Context: an optimization exercise on an open-source flow, tuned for small area, a short achievable clock period and few clock cycles per item. The choices shown serve that exercise and are no tape-out recipe. Function was checked by simulation only, so behaviour that the tests miss may differ from the original.

==> flow/design.v <==
module px_beat (
    input  wire        clk,
    input  wire        rst_n,
    input  wire        cfg_we,
    input  wire [7:0]  cfg_addr,
    input  wire [31:0] cfg_wdata,
    input  wire        in_valid,
    output wire        in_ready,
    input  wire        in_bstart,    
    input  wire        in_first,     
    input  wire [31:0] in_px,        
    input  wire [31:0] in_py,        
    input  wire [2:0]  in_dsrc,
    input  wire [1:0]  in_topo,
    input  wire        in_topo_en,
    input  wire        in_inv_en,
    input  wire        in_lseed,
    input  wire [1:0]  in_chk,
    output reg         out_valid,
    output reg  [31:0] out_data,
    output reg  [15:0] out_check,
    output reg  [3:0]  out_dbi
);
    reg [31:0] bg    [0:3];
    reg [31:0] topox [0:3];
    reg [31:0] topoy [0:3];
    reg [31:0] invx  [0:7];
    reg [31:0] invy  [0:7];
    reg [31:0] lfsr_poly;
    reg [4:0]  lfsr_wm1;
    reg [31:0] lfsr_seed;
    reg [1:0]  chk_type;
    reg [4:0]  chk_feed_m1;
    reg [15:0] chk_init;
    reg [1:0]  dbi_mode;
    reg [3:0]  dbi_groups;
    reg        rst;
    reg        c_we;
    reg [7:0]  c_addr;
    reg [31:0] c_wdata;
    always @(posedge clk) begin
        rst     <= ~rst_n;
        c_we    <= cfg_we;
        c_addr  <= cfg_addr;
        c_wdata <= cfg_wdata;
    end
    wire [31:0] wd0   = c_wdata & {32{~rst}};       
    wire [31:0] wd1   = c_wdata | {32{rst}};        
    integer k;
    always @(posedge clk) begin
        for (k = 0; k < 4; k = k + 1) begin
            if (rst | (c_we & (c_addr == 8'h60 + k))) bg[k]    <= wd0;
            if (rst | (c_we & (c_addr == 8'h64 + k))) topox[k] <= wd0;
            if (rst | (c_we & (c_addr == 8'h68 + k))) topoy[k] <= wd0;
        end
        for (k = 0; k < 8; k = k + 1) begin
            if (rst | (c_we & (c_addr == 8'h70 + k))) invx[k] <= wd0;
            if (rst | (c_we & (c_addr == 8'h78 + k))) invy[k] <= wd0;
        end
        if (rst | (c_we & (c_addr == 8'h80))) lfsr_poly <= wd0;
        if (rst | (c_we & (c_addr == 8'h81))) lfsr_wm1  <= wd1[4:0];
        if (rst | (c_we & (c_addr == 8'h82))) lfsr_seed <= {wd0[31:1], wd1[0]};
        if (rst | (c_we & (c_addr == 8'h84))) begin
            chk_type    <= wd0[1:0];
            chk_feed_m1 <= wd1[12:8];
            chk_init    <= wd0[31:16];
        end
        if (rst | (c_we & (c_addr == 8'h85))) begin
            dbi_mode   <= wd0[1:0];
            dbi_groups <= wd0[7:4];
        end
    end
    assign in_ready = 1'b1;
    reg        a_v;
    reg        a_bstart;
    reg        a_first;
    reg [31:0] a_px;
    reg [31:0] a_py;
    reg [2:0]  a_dsrc;
    reg [1:0]  a_topo;
    reg        a_topo_en;
    reg        a_inv_en;
    reg        a_lseed;
    reg [1:0]  a_chk;
    always @(posedge clk) begin
        a_v       <= in_valid & rst_n;
        a_bstart  <= in_bstart;
        a_first   <= in_first;
        a_px      <= in_px;
        a_py      <= in_py;
        a_dsrc    <= in_dsrc;
        a_topo    <= in_topo;
        a_topo_en <= in_topo_en;
        a_inv_en  <= in_inv_en;
        a_lseed   <= in_lseed;
        a_chk     <= in_chk;
    end
    reg [31:0] lfsr_q;    
    reg [15:0] crc_q;     
    wire [4:0]  lsh   = ~lfsr_wm1;                        
    wire [31:0] lmask = 32'hFFFF_FFFF >> lsh;
    wire [31:0] pla   = lfsr_poly << lsh;                 
    wire        seedld = a_first & a_lseed;
    wire [31:0] lsrc  = seedld ? lfsr_seed : lfsr_q;
    wire [31:0] sla   = lsrc << lsh;                      
    localparam LA = 1;
    reg [31:0] lq;
    reg [31:0] lv;
    reg [31:0] lqn;
    reg [31:0] lvn;
    reg        c;
    reg [31:0] f;
    reg [31:0] lfsr_adv;
    reg        acc;
    integer    s;
    integer    t;
    integer    d;
    always @* begin
        lq[0] = 1'b1;
        for (d = 1; d < 32; d = d + 1)
            lq[d] = pla[32-d];
        for (s = 0; s < 32; s = s + 1)
            lv[s] = sla[31-s];
        for (t = 1; t <= LA; t = t + 1) begin
            c  = lq[t];
            lqn = lq;
            lvn = lv;
            for (d = t; d < 32; d = d + 1) begin
                lqn[d] = lq[d] ^ (c & lq[d-t]);
                lvn[d] = lv[d] ^ (c & lv[d-t]);
            end
            lq = lqn;
            lv = lvn;
        end
        for (s = 0; s < 32; s = s + 1) begin
            acc = lv[s];
            for (d = s; d > LA; d = d - 1)
                acc = acc ^ (f[s-d] & lq[d]);
            f[s] = acc;
        end
        for (s = 0; s < 32; s = s + 1) begin
            acc = 1'b0;
            for (t = 0; t <= s; t = t + 1)
                acc = acc ^ (f[31-t] & lfsr_poly[s-t]);
            lfsr_adv[s] = acc & lmask[s];
        end
    end
    wire [31:0] lfsr_start = seedld ? (lfsr_seed & lmask) : lfsr_q;
    wire        dsrc4      = (a_dsrc == 3'd4);
    wire [31:0] lfsr_next  = dsrc4 ? lfsr_adv : lfsr_start;
    reg [31:0] src_word;
    reg [31:0] word;
    reg        topo_flip;
    integer    i;
    always @* begin
        case (a_dsrc)
            3'd0, 3'd1, 3'd2, 3'd3: src_word = bg[a_dsrc[1:0]];
            3'd4:                   src_word = lfsr_adv;
            3'd5:                   src_word = a_px;
            3'd6:                   src_word = a_py;
            default:                src_word = 32'd0;
        endcase
        topo_flip = a_topo_en &
                    ((^(a_px & topox[a_topo])) ^ (^(a_py & topoy[a_topo])));
        word = src_word ^ {32{topo_flip}};
        for (i = 0; i < 8; i = i + 1) begin
            word = word ^ (invx[i] & {32{a_inv_en & a_px[i]}});
            word = word ^ (invy[i] & {32{a_inv_en & a_py[i]}});
        end
    end
    wire        type1  = (chk_type == 2'd1);
    wire [15:0] crc_init_val = type1 ? {8'd0, chk_init[7:0]} : chk_init;
    wire [15:0] crc_start = (a_first & a_chk[1]) ? crc_init_val : crc_q;
    wire        feed   = (a_chk[0] ^ a_chk[1]) & (chk_type[0] ^ chk_type[1]);
    wire [31:0] fmask  = 32'hFFFF_FFFF >> (~chk_feed_m1);
    wire [31:0] dm     = word & fmask;
    wire [15:0] cs     = type1 ? {8'd0, crc_start[7:0]} : crc_start;
    wire [47:0] z      = {31'd0, cs, 1'b0} << chk_feed_m1;
    wire [31:0] e16    = dm ^ z[47:16];
    wire [31:0] e8     = dm ^ z[39:8];
    reg [15:0] c16;
    reg [7:0]  c8;
    reg        fb;
    integer    b;
    always @* begin
        c16 = 16'd0;
        c8  = 8'd0;
        for (b = 31; b >= 0; b = b - 1) begin
            fb  = c16[15] ^ e16[b];
            c16 = {c16[14:0], 1'b0} ^ (16'h1021 & {16{fb}});
            fb  = c8[7] ^ e8[b];
            c8  = {c8[6:0], 1'b0} ^ (8'h07 & {8{fb}});
        end
    end
    wire [15:0] crc_fed  = type1 ? {8'd0, c8 ^ z[7:0]} : (c16 ^ z[15:0]);
    wire [15:0] crc_next = feed ? crc_fed : crc_start;
    reg [6:0]  secded;
    reg [5:0]  pos;
    reg [15:0] check;
    integer    h;
    always @* begin
        secded = 7'd0;
        pos = 6'd2;
        for (b = 0; b < 32; b = b + 1) begin
            pos = pos + 6'd1;
            if (pos == 6'd4 || pos == 6'd8 || pos == 6'd16 || pos == 6'd32)
                pos = pos + 6'd1;
            for (h = 0; h < 6; h = h + 1)
                if (pos[h]) secded[h] = secded[h] ^ word[b];
        end
        secded[6] = (^word) ^ (^secded[5:0]);
        case (chk_type)
            2'd1:    check = {8'd0, crc_start[7:0]};
            2'd2:    check = crc_start;
            2'd3:    check = {9'd0, secded};
            default: check = 16'd0;
        endcase
    end
    wire       dbi_dc = (dbi_mode == 2'd1);
    wire       dbi_on = dbi_mode[0] ^ dbi_mode[1];
    wire [31:0] ref_word = dbi_dc ? 32'hFFFF_FFFF : (a_bstart ? 32'd0 : out_data);
    wire [31:0] diff = word ^ ref_word;
    reg [31:0] sent;
    reg [3:0]  dbi;
    reg [3:0]  cnt;
    integer    j;
    integer    q;
    always @* begin
        sent = word;
        for (j = 0; j < 4; j = j + 1) begin
            cnt = 4'd0;
            for (q = 0; q < 8; q = q + 1)
                cnt = cnt + {3'd0, diff[8*j+q]};
            dbi[j] = dbi_groups[j] & dbi_on & (cnt > 4'd4);
            sent[8*j +: 8] = word[8*j +: 8] ^ {8{dbi[j]}};
        end
    end
    always @(posedge clk) begin
        out_valid <= a_v & rst_n;
        if (rst) begin
            lfsr_q    <= 32'd0;
            crc_q     <= 16'd0;
            out_data  <= 32'd0;
        end else begin
            if (a_v)
                lfsr_q   <= lfsr_next;
            if (a_v) begin
                crc_q    <= crc_next;
                out_data <= sent;
            end
        end
    end
    always @(posedge clk) begin
        out_check <= check;
        out_dbi   <= dbi;
    end
endmodule
Settings: LEC_CHECK=0, ABC_AREA=1, CAP_MARGIN=20, CORE_MARGIN=2, CORE_UTILIZATION=65, PLACE_DENSITY=0.72, SLEW_MARGIN=20; clock period 150.0 ns.
standard.sh (not shown) runs the stock make flow with config.mk's settings and CLKGATE_MAP_FILE= SYNTH_SCRIPT=/design/flow/synth_recipe.tcl, a recipe that flattens the netlist after the stock synthesis.
==> flow/flow/run.sh <==
#!/bin/bash
# Own layout flow: the standard layout (standard.sh), with these changes:
# - synthesis runs synth.tcl: the standard flow's synthesis script, in which ABC first
#   maps as the standard flow's own script does and then maps that network again for
#   area (abc_area_min.script);
# - the port buffers are buf_2 cells;
# - clock tree synthesis uses clkbuf_16 cells driving up to 22 registers
#   each, and no dummy loads.
# Every tool's output goes to its ORFS log under orfs/logs; make's own output
# goes to make_flow.log in the work folder.
set -euo pipefail
W=$(pwd)
export PXB_ABC_SCRIPT="$W/flow/abc_area_min.script"
sed -E "s#SYNTH_SCRIPT=[^ ]*synth_recipe\.tcl'?#SYNTH_SCRIPT=$W/flow/synth.tcl BUFFER_PORTS_ARGS='-buffer_cell sky130_fd_sc_hd__buf_2' CTS_ARGS='-sink_clustering_enable -repair_clock_nets -dont_use_dummy_load -buf_list sky130_fd_sc_hd__clkbuf_16 -sink_clustering_size 22 -sink_clustering_max_diameter 90'#" standard.sh > own_standard.sh
grep -q "SYNTH_SCRIPT=$W/flow/synth.tcl" own_standard.sh
bash own_standard.sh finish > make_flow.log 2>&1
==> flow/flow/abc_area_min.script <==
strash
dch
map -B 0.9
topo
strash
dch
map -a
topo
stime -c
==> flow/flow/synth.tcl <==
# The standard flow's synthesis script (synth_recipe.tcl), with one change: Yosys's abc
# pass runs the script named by PXB_ABC_SCRIPT instead of ORFS's area script.
proc synth {args} { yosys synth -nofsm -noshare {*}$args }
proc abc {args} {
  set i [lsearch -exact $args -script]
  if { $i >= 0 } {
    set args [lreplace $args [expr { $i + 1 }] [expr { $i + 1 }] $::env(PXB_ABC_SCRIPT)]
  }
  yosys abc {*}$args
}
source $::env(SCRIPTS_DIR)/synth.tcl
# left out here: clear keep_hierarchy, flatten, clean up, hide names made inside functions, write 1_2_yosys.v
Testbench counts at the start, summed over its fixed seeds: cycles 33,536, beats 32,768.
Next try:
--- a/flow/design.v
+++ b/flow/design.v
@@ -31,21 +31,19 @@
     reg [31:0] lfsr_seed;
     reg [1:0]  chk_type;
     reg [4:0]  chk_feed_m1;
     reg [15:0] chk_init;
     reg [1:0]  dbi_mode;
     reg [3:0]  dbi_groups;
-    reg        rst;
-    reg        c_we;
-    reg [7:0]  c_addr;
-    reg [31:0] c_wdata;
+    reg         rst;
+    reg         c_we;
+    wire [7:0]  c_addr;
+    wire [31:0] c_wdata;
     always @(posedge clk) begin
         rst     <= ~rst_n;
         c_we    <= cfg_we;
-        c_addr  <= cfg_addr;
-        c_wdata <= cfg_wdata;
     end
     wire [31:0] wd0   = c_wdata & {32{~rst}};       
     wire [31:0] wd1   = c_wdata | {32{rst}};        
     integer k;
     always @(posedge clk) begin
         for (k = 0; k < 4; k = k + 1) begin
@@ -83,21 +81,23 @@
     reg        a_lseed;
     reg [1:0]  a_chk;
     always @(posedge clk) begin
         a_v       <= in_valid & rst_n;
         a_bstart  <= in_bstart;
         a_first   <= in_first;
-        a_px      <= in_px;
-        a_py      <= in_py;
+        a_px      <= cfg_we ? cfg_wdata : in_px;
+        a_py      <= {in_py[31:8], cfg_we ? cfg_addr : in_py[7:0]};
         a_dsrc    <= in_dsrc;
         a_topo    <= in_topo;
         a_topo_en <= in_topo_en;
         a_inv_en  <= in_inv_en;
         a_lseed   <= in_lseed;
         a_chk     <= in_chk;
     end
+    assign c_wdata = a_px;
+    assign c_addr  = a_py[7:0];
     reg [31:0] lfsr_q;    
     reg [15:0] crc_q;     
     wire [4:0]  lsh   = ~lfsr_wm1;                        
     wire [31:0] lmask = 32'hFFFF_FFFF >> lsh;
     wire [31:0] pla   = lfsr_poly << lsh;                 
     wire        seedld = a_first & a_lseed;
What happened:
- via count barely changes
- wire length goes up by about 1.2%
- critical path depth does not change
- design area goes down by about 0.8%
- worst setup slack got worse by 44 ps
- first-iteration DRC count goes up by 5.7%
- non-clock buffer count goes up by 15
- die area goes down by about 0.7%
- maximum frequency is about the same
Testbench counts after the change, summed over its fixed seeds: cycles 33,536, beats 32,768.

re-timing with driven ports:
The results above use ideal ports. As a check the final layouts listed here were re-extracted and re-timed, cells and wires unchanged. Step 1 assumes that a clkbuf_16 drives the clock port and a buf_2 every other input. Step 2 also shifts input and output timing later by t, the mid clock arrival at the registers, as if the neighbouring blocks saw the same clock. Slacks: no drivers / after step 1 / after step 2; pairs: no drivers / after step 1.
run	shift t [ns]	setup WS [ns]	clock arrival spread, ns	cell pins on the clock port's net
the first run	0.698	118.826 / 118.746 / 119.444	0.123 / 0.123	1
the second run	0.756	118.782 / 118.707 / 118.622	0.073 / 0.073	1
After both steps setup and hold are still met in every run listed. The setup slack of the second run, which loses most, moves by -0.075 ns with the drivers and by -0.160 ns with both steps.
